This is an optimization exercise on Yosys and OpenROAD, whose aim is small area and a short achievable clock period, not a production implementation. RTL that was checked went through simulation tests only; none was proved equivalent to the original. Power is estimated from default activity; no workload was simulated.

## rev 12
==> flow/design.v <==
module hbm_pair_enc (
  input  wire [73:0] x,
  output wire [6:0]  hs,
  output wire        px,
  output wire        pe           
);
  function automatic [6:0] info_pos(input integer j);
    integer p, cnt;
    begin
      info_pos = 7'd0;
      cnt = 0;
      for (p = 3; p <= 91; p = p + 1) begin
        if ((p & (p - 1)) != 0) begin
          if (cnt == j) info_pos = p[6:0];
          cnt = cnt + 1;
        end
      end
    end
  endfunction
  function automatic [73:0] col_mask(input integer b);
    integer j;
    reg [6:0] p;
    begin
      col_mask = 74'd0;
      for (j = 0; j < 74; j = j + 1) begin
        p = info_pos(j);
        col_mask[j] = (p[2:0] == b);
      end
    end
  endfunction
  function automatic [73:0] row_mask(input integer a);
    integer j;
    reg [6:0] p;
    begin
      row_mask = 74'd0;
      for (j = 0; j < 74; j = j + 1) begin
        p = info_pos(j);
        row_mask[j] = (p[6:3] == a);
      end
    end
  endfunction
  wire [7:0]  col;
  wire [10:0] row;
  genvar k;
  generate
    for (k = 0; k < 8; k = k + 1) begin : g_col
      localparam [73:0] CM = col_mask(k);
      assign col[k] = ^(x & CM);
    end
    for (k = 0; k < 11; k = k + 1) begin : g_row
      localparam [73:0] RM = row_mask(k);
      assign row[k] = ^(x & RM);
    end
  endgenerate
  assign hs[0] = col[1] ^ col[3] ^ col[5] ^ col[7];
  assign hs[1] = col[2] ^ col[3] ^ col[6] ^ col[7];
  assign hs[2] = col[4] ^ col[5] ^ col[6] ^ col[7];
  assign hs[3] = row[1] ^ row[3] ^ row[5] ^ row[7] ^ row[9];
  assign hs[4] = row[2] ^ row[3] ^ row[6] ^ row[7] ^ row[10];
  assign hs[5] = row[4] ^ row[5] ^ row[6] ^ row[7];
  assign hs[6] = row[8] ^ row[9] ^ row[10];
  assign px    = ^col;
  assign pe    = col[0] ^ col[3] ^ col[5] ^ col[6]
               ^ row[1] ^ row[2] ^ row[4] ^ row[7] ^ row[8];
endmodule
module hbm_fold_enc (
  input  wire [9:0] f,
  output wire [6:0] hs,
  output wire       px,
  output wire       pe
);
  wire t01 = f[0] ^ f[1];
  wire t23 = f[2] ^ f[3];
  wire t45 = f[4] ^ f[5];
  wire t67 = f[6] ^ f[7];
  wire t89 = f[8] ^ f[9];
  assign hs[0] = f[1] ^ f[3] ^ f[5] ^ f[7] ^ f[9];
  assign hs[1] = t01 ^ t45 ^ t89;
  assign hs[2] = t23 ^ t45;
  assign hs[3] = t67 ^ t89;
  assign hs[4] = t01 ^ hs[2] ^ hs[3];
  assign hs[5] = 1'b0;
  assign hs[6] = hs[4];
  assign px    = hs[4];
  assign pe    = f[1] ^ f[3] ^ f[4] ^ f[7] ^ f[8];
endmodule
module hbm_pair_dec (
  input  wire [6:0]  hs,          
  input  wire        px,          
  input  wire [6:0]  fhs,         
  input  wire        fpx,         
  input  wire [7:0]  stored,      
  input  wire [1:0]  pois,        
  input  wire [1:0]  wr,          
  output wire [6:0]  s,           
  output wire        en,          
  output wire [1:0]  cpois,       
  output wire        p,           
  output wire        unc,         
  output wire        afault       
);
  assign s = hs ^ fhs ^ stored[6:0];
  assign p = px ^ fpx ^ (^stored);
  wire zero   = (s == 7'd0);
  wire big    = s[6] & (s[5] | (s[4] & s[3] & s[2]));                     
  wire foldp  = s[6] & !s[5] & s[4] & (s[3] ? !s[2] : (s[1] | s[2]));     
  assign unc    = p ? big : !zero;
  assign afault = p & foldp;
  wire pow2  = (s[6:0] & (s[6:0] - 7'd1)) == 7'd0;
  wire data  = !pow2 && (s <= 7'd79);
  wire word1 = (s >= 7'd43);
  assign en = data && (word1 ? !wr[1] : !wr[0]);
  assign cpois[0] = pois[0] ^ (s == 7'd80);
  assign cpois[1] = pois[1] ^ (s == 7'd81);
endmodule
module hbm_line_codec (
  input  wire         clk,
  input  wire         rst,            
  input  wire         in_valid,
  input  wire         in_write,       
  input  wire [5:0]   in_mask,        
  input  wire [32:0]  in_addr,        
  input  wire [255:0] in_line,        
  input  wire [215:0] in_wdata,       
  output reg          out_valid,
  output reg  [1:0]   out_class,      
  output wire         out_status,     
  output wire [5:0]   out_word_err,   
  output wire [215:0] out_data,       
  output reg          out_wb,         
  output wire [255:0] out_line        
);
  function automatic [6:0] info_pos(input integer j);
    integer p, cnt;
    begin
      info_pos = 7'd0;
      cnt = 0;
      for (p = 3; p <= 91; p = p + 1) begin
        if ((p & (p - 1)) != 0) begin
          if (cnt == j) info_pos = p[6:0];
          cnt = cnt + 1;
        end
      end
    end
  endfunction
  wire [9:0] fold  = in_addr[9:0] ^ in_addr[19:10] ^ in_addr[29:20] ^ {7'd0, in_addr[32:30]};
  wire [9:0] fdiff = fold ^ in_line[255:246];
  wire [4:0] a1, a2;
  genvar i, j;
  generate
    for (i = 0; i < 5; i = i + 1) begin : g_fd
      assign a1[i] = fdiff[2*i] | fdiff[2*i + 1];
      assign a2[i] = fdiff[2*i] & fdiff[2*i + 1];
    end
  endgenerate
  wire b1 = a1[0] | a1[1];
  wire b2 = a2[0] | a2[1] | (a1[0] & a1[1]);
  wire c1 = a1[2] | a1[3] | a1[4];
  wire c2 = a2[2] | a2[3] | a2[4] | (a1[2] & a1[3]) | (a1[4] & (a1[2] | a1[3]));
  wire fd2 = b2 | c2 | (b1 & c1);
  wire fd1 = (b1 | c1) & !fd2;
  wire [6:0] fhs;
  wire       fpx, fpe;
  hbm_fold_enc u_fenc (.f(fold), .hs(fhs), .px(fpx), .pe(fpe));
  wire       wr [0:5];
  generate
    for (i = 0; i < 6; i = i + 1) begin : g_wr
      assign wr[i] = in_write & in_mask[i];
    end
  endgenerate
  wire [6:0] syn [0:2];
  wire [2:0] en;
  wire [5:0] cpois;
  wire [2:0] pp, unc, afault;
  generate
    for (i = 0; i < 3; i = i + 1) begin : g_dec
      wire [6:0] hs;
      wire       px, pe;
      hbm_pair_enc u_enc (
        .x  ({in_line[216 + 10*i + 9 : 216 + 10*i + 8], in_line[72*i + 71 : 72*i]}),
        .hs (hs),
        .px (px),
        .pe (pe)
      );
      hbm_pair_dec u_dec (
        .hs     (hs),
        .px     (px),
        .fhs    (fhs),
        .fpx    (fpx),
        .stored (in_line[216 + 10*i + 7 : 216 + 10*i]),
        .pois   (in_line[216 + 10*i + 9 : 216 + 10*i + 8]),
        .wr     ({wr[2*i + 1], wr[2*i]}),
        .s      (syn[i]),
        .en     (en[i]),
        .cpois  (cpois[2*i + 1 : 2*i]),
        .p      (pp[i]),
        .unc    (unc[i]),
        .afault (afault[i])
      );
    end
  endgenerate
  wire any_addr   = (|afault) | fd2;
  wire any_uncorr = |unc;
  wire any_corr   = (|pp) | fd1;
  wire full_write = in_write & (&in_mask);
  wire [215:0] new_data;
  wire [7:0]   chk [0:2];
  generate
    for (i = 0; i < 6; i = i + 1) begin : g_mrg
      assign new_data[36*i +: 36] = wr[i] ? in_wdata[36*i +: 36] : in_line[36*i +: 36];
    end
    for (i = 0; i < 3; i = i + 1) begin : g_chk
      wire [6:0] hs;
      wire       px, pe;
      hbm_pair_enc u_enc (
        .x  ({2'b00, new_data[72*i + 71 : 72*i]}),
        .hs (hs),
        .px (px),
        .pe (pe)
      );
      assign chk[i] = {pe ^ fpe, hs ^ fhs};
    end
  endgenerate
  reg [215:0] r_ndata;    
  wire [215:0] r_data = ~r_ndata;
  reg [9:0]   r_fold;
  reg [7:0]   r_chk [0:2];
  reg [6:0]   r_syn [0:2];
  reg [2:0]   r_en;
  reg [5:0]   r_cpois;    
  reg [5:0]   r_nwr;      
  reg         r_addr, r_unc, r_corr, r_full, r_write;
  integer w;
  always @(posedge clk) begin
    if (rst) out_valid <= 1'b0;
    else     out_valid <= in_valid;
    r_ndata   <= ~new_data;
    r_fold    <= fold;
    r_chk[0]  <= chk[0];
    r_chk[1]  <= chk[1];
    r_chk[2]  <= chk[2];
    r_syn[0]  <= syn[0];
    r_syn[1]  <= syn[1];
    r_syn[2]  <= syn[2];
    r_en      <= en;
    for (w = 0; w < 6; w = w + 1) begin
      r_cpois[w] <= !wr[w] & cpois[w];
      r_nwr[w]   <= !wr[w];
    end
    r_addr    <= any_addr;
    r_unc     <= any_uncorr;
    r_corr    <= any_corr;
    r_full    <= full_write;
    r_write   <= in_write;
  end
  wire bad = r_addr | r_unc;
  always @* begin
    if (r_full)      out_class = 2'd0;    
    else if (r_addr) out_class = 2'd3;
    else if (r_unc)  out_class = 2'd2;
    else if (r_corr) out_class = 2'd1;
    else             out_class = 2'd0;
    out_wb = r_write | (out_class == 2'd1);
  end
  wire [5:0] pois = r_cpois | ({6{bad}} & r_nwr);
  wire [215:0] data;
  wire [7:0]   check [0:2];
  generate
    for (i = 0; i < 3; i = i + 1) begin : g_fix
      wire [6:0] s = r_syn[i];
      wire       e = r_en[i] & !bad;
      wire [7:0]  lo;
      wire [15:0] hi;
      for (j = 0; j < 8; j = j + 1) begin : g_lo
        assign lo[j] = e & (s[2:0] == j);
      end
      for (j = 0; j < 16; j = j + 1) begin : g_hi
        assign hi[j] = (s[6:3] == j);
      end
      for (j = 0; j < 72; j = j + 1) begin : g_bit
        localparam [6:0] POS = info_pos(j);
        assign data[72*i + j] = r_data[72*i + j] ^ (lo[POS[2:0]] & hi[POS[6:3]]);
      end
      wire p0 = pois[2*i];
      wire p1 = pois[2*i + 1];
      wire seven = e & !(^s);
      assign check[i][6:0] = r_chk[i][6:0] ^ (s & {7{e}})
                           ^ {p0 ^ p1, 1'b0, p0 ^ p1, 3'b000, p1};
      assign check[i][7]   = r_chk[i][7] ^ seven ^ p0;
    end
  endgenerate
  assign out_line = {r_fold,
                     pois[5:4], check[2],
                     pois[3:2], check[1],
                     pois[1:0], check[0],
                     data};
  assign out_data     = data;
  assign out_word_err = pois;
  assign out_status   = out_class[1];
endmodule
export LEC_CHECK = 0
export CAP_MARGIN = 20
export CORE_AREA = 4 4 246 246
export DIE_AREA = 0 0 250 250
export SETUP_SLACK_MARGIN = 5
export SLEW_MARGIN = 20
create_clock -name core_clock -period 10.0 [get_ports {clk}]
standard.sh (not shown) runs the stock make flow with config.mk's settings and CLKGATE_MAP_FILE= SYNTH_SCRIPT=/design/flow/synth_recipe.tcl, a recipe that flattens the netlist after the stock synthesis.
==> flow/flow/run.sh <==
#!/bin/bash
# Layout flow: the standard flow, with the smallest buffer on the ports,
# the pins one routing track apart, a lighter clock tree, and timing repair
# aimed at a setup slack of 5.3 ns.
# Each ORFS step writes its full log under orfs/logs/; make's own output goes
# to standard.log.
set -euo pipefail
bash standard.sh BUFFER_PORTS_ARGS="-buffer_cell sky130_fd_sc_hd__buf_1" \
  SETUP_SLACK_MARGIN=5.3 PLACE_PINS_ARGS="-min_distance 1 -min_distance_in_tracks" \
  CTS_ARGS="-sink_clustering_enable -repair_clock_nets -dont_use_dummy_load -buf_list {sky130_fd_sc_hd__clkbuf_8} -sink_clustering_size 16 -sink_clustering_max_diameter 60" \
  finish > standard.log 2>&1
No stage failed in rev 12, and the final checks on the layout all came back clean.
Modified inputs, rev 13 compared to rev 12
--- a/flow/design.v
+++ b/flow/design.v
@@ -67,25 +67,40 @@
   input  wire [9:0] f,
   output wire [6:0] hs,
   output wire       px,
   output wire       pe
 );
-  wire t01 = f[0] ^ f[1];
-  wire t23 = f[2] ^ f[3];
-  wire t45 = f[4] ^ f[5];
-  wire t67 = f[6] ^ f[7];
-  wire t89 = f[8] ^ f[9];
   assign hs[0] = f[1] ^ f[3] ^ f[5] ^ f[7] ^ f[9];
-  assign hs[1] = t01 ^ t45 ^ t89;
-  assign hs[2] = t23 ^ t45;
-  assign hs[3] = t67 ^ t89;
-  assign hs[4] = t01 ^ hs[2] ^ hs[3];
+  assign hs[1] = f[0] ^ f[1] ^ f[4] ^ f[5] ^ f[8] ^ f[9];
+  assign hs[2] = f[2] ^ f[3] ^ f[4] ^ f[5];
+  assign hs[3] = f[6] ^ f[7] ^ f[8] ^ f[9];
+  assign hs[4] = ^f;
   assign hs[5] = 1'b0;
-  assign hs[6] = hs[4];
-  assign px    = hs[4];
+  assign hs[6] = ^f;
+  assign px    = ^f;
   assign pe    = f[1] ^ f[3] ^ f[4] ^ f[7] ^ f[8];
 endmodule
+module hbm_addr_enc (
+  input  wire [32:0] l,
+  output wire [6:0]  hs,
+  output wire        pe
+);
+  function automatic [32:0] lmask(input [9:0] fm);
+    integer i;
+    begin
+      for (i = 0; i < 33; i = i + 1) lmask[i] = fm[i % 10];
+    end
+  endfunction
+  assign hs[0] = ^(l & lmask(10'b1010101010));
+  assign hs[1] = ^(l & lmask(10'b1100110011));
+  assign hs[2] = ^(l & lmask(10'b0000111100));
+  assign hs[3] = ^(l & lmask(10'b1111000000));
+  assign hs[4] = ^l;
+  assign hs[5] = 1'b0;
+  assign hs[6] = ^l;
+  assign pe    = ^(l & lmask(10'b0110011010));
+endmodule
 module hbm_pair_dec (
   input  wire [6:0]  hs,          
   input  wire        px,          
   input  wire [6:0]  fhs,         
   input  wire        fpx,         
@@ -158,12 +173,13 @@
   wire c1 = a1[2] | a1[3] | a1[4];
   wire c2 = a2[2] | a2[3] | a2[4] | (a1[2] & a1[3]) | (a1[4] & (a1[2] | a1[3]));
   wire fd2 = b2 | c2 | (b1 & c1);
   wire fd1 = (b1 | c1) & !fd2;
   wire [6:0] fhs;
-  wire       fpx, fpe;
-  hbm_fold_enc u_fenc (.f(fold), .hs(fhs), .px(fpx), .pe(fpe));
+  wire       fpe;
+  hbm_addr_enc u_aenc (.l(in_addr), .hs(fhs), .pe(fpe));
+  wire       fpx = fhs[4];    
   wire       wr [0:5];
   generate
     for (i = 0; i < 6; i = i + 1) begin : g_wr
       assign wr[i] = in_write & in_mask[i];
     end
Notes after the runs:
Going from rev 12 to rev 13, vias per cell grew slightly.
Proportion of power drawn by the clock network ends up lower on rev 13.
The final layouts of rev 12 and rev 13 pass the timing, design-rule and antenna checks.
Taking rev 12 as the reference, in rev 13 worst hold margin now sits lower, overall power after layout increased about 0.8%, power per unit of standard cell area has increased, overall routed net length barely changed, core utilization decreased 0.40 points.
Re area fraction in and, or, nand and nor cells after synthesis: rev 12 was lower than rev 13.
In the metrics for rev 12 and rev 13, the one carrying the higher fraction of standard cell area that is sequential is rev 13.
Rev 13 has less setup slack than rev 12.
There was hardly any difference in part of the cycle the worst path needs between rev 12 and rev 13.
For rev 12, only the layout was checked, not whether the RTL still works.

re-timing with driven ports:
In the flow no input, the clock included, has a driving cell. The finished layouts below were timed again as built, in two steps. Step 1 (the two cells are an assumption about what drives the block):
set clk [get_ports {clk}]
set_driving_cell -lib_cell sky130_fd_sc_hd__clkbuf_16 $clk
set_driving_cell -lib_cell sky130_fd_sc_hd__buf_2 [delete_from_list [all_inputs] $clk]
Step 2 also shifts input and output timing later by t, the mid clock arrival at the registers, as if the neighbouring blocks saw the same clock. Three values: ideal, step 1, step 2; two values: the first two.
| run | t (ns) | slack for setup (ns) | hold WS [ns] | worst register clock-pin slew, ns |
|---|---|---|---|---|
| rev 12 | 0.651 | 5.339 / 5.284 / 4.739 | 1.564 / 1.532 / 2.183 | 0.10 / 0.10 |
| rev 13 | 0.645 | 5.334 / 5.276 / 4.776 | 1.557 / 1.542 / 2.186 | 0.10 / 0.10 |
After both steps setup and hold are still met in every run listed. For rev 12, which loses most, drivers alone change the setup slack by -0.055 ns; drivers and shift together by -0.600 ns.
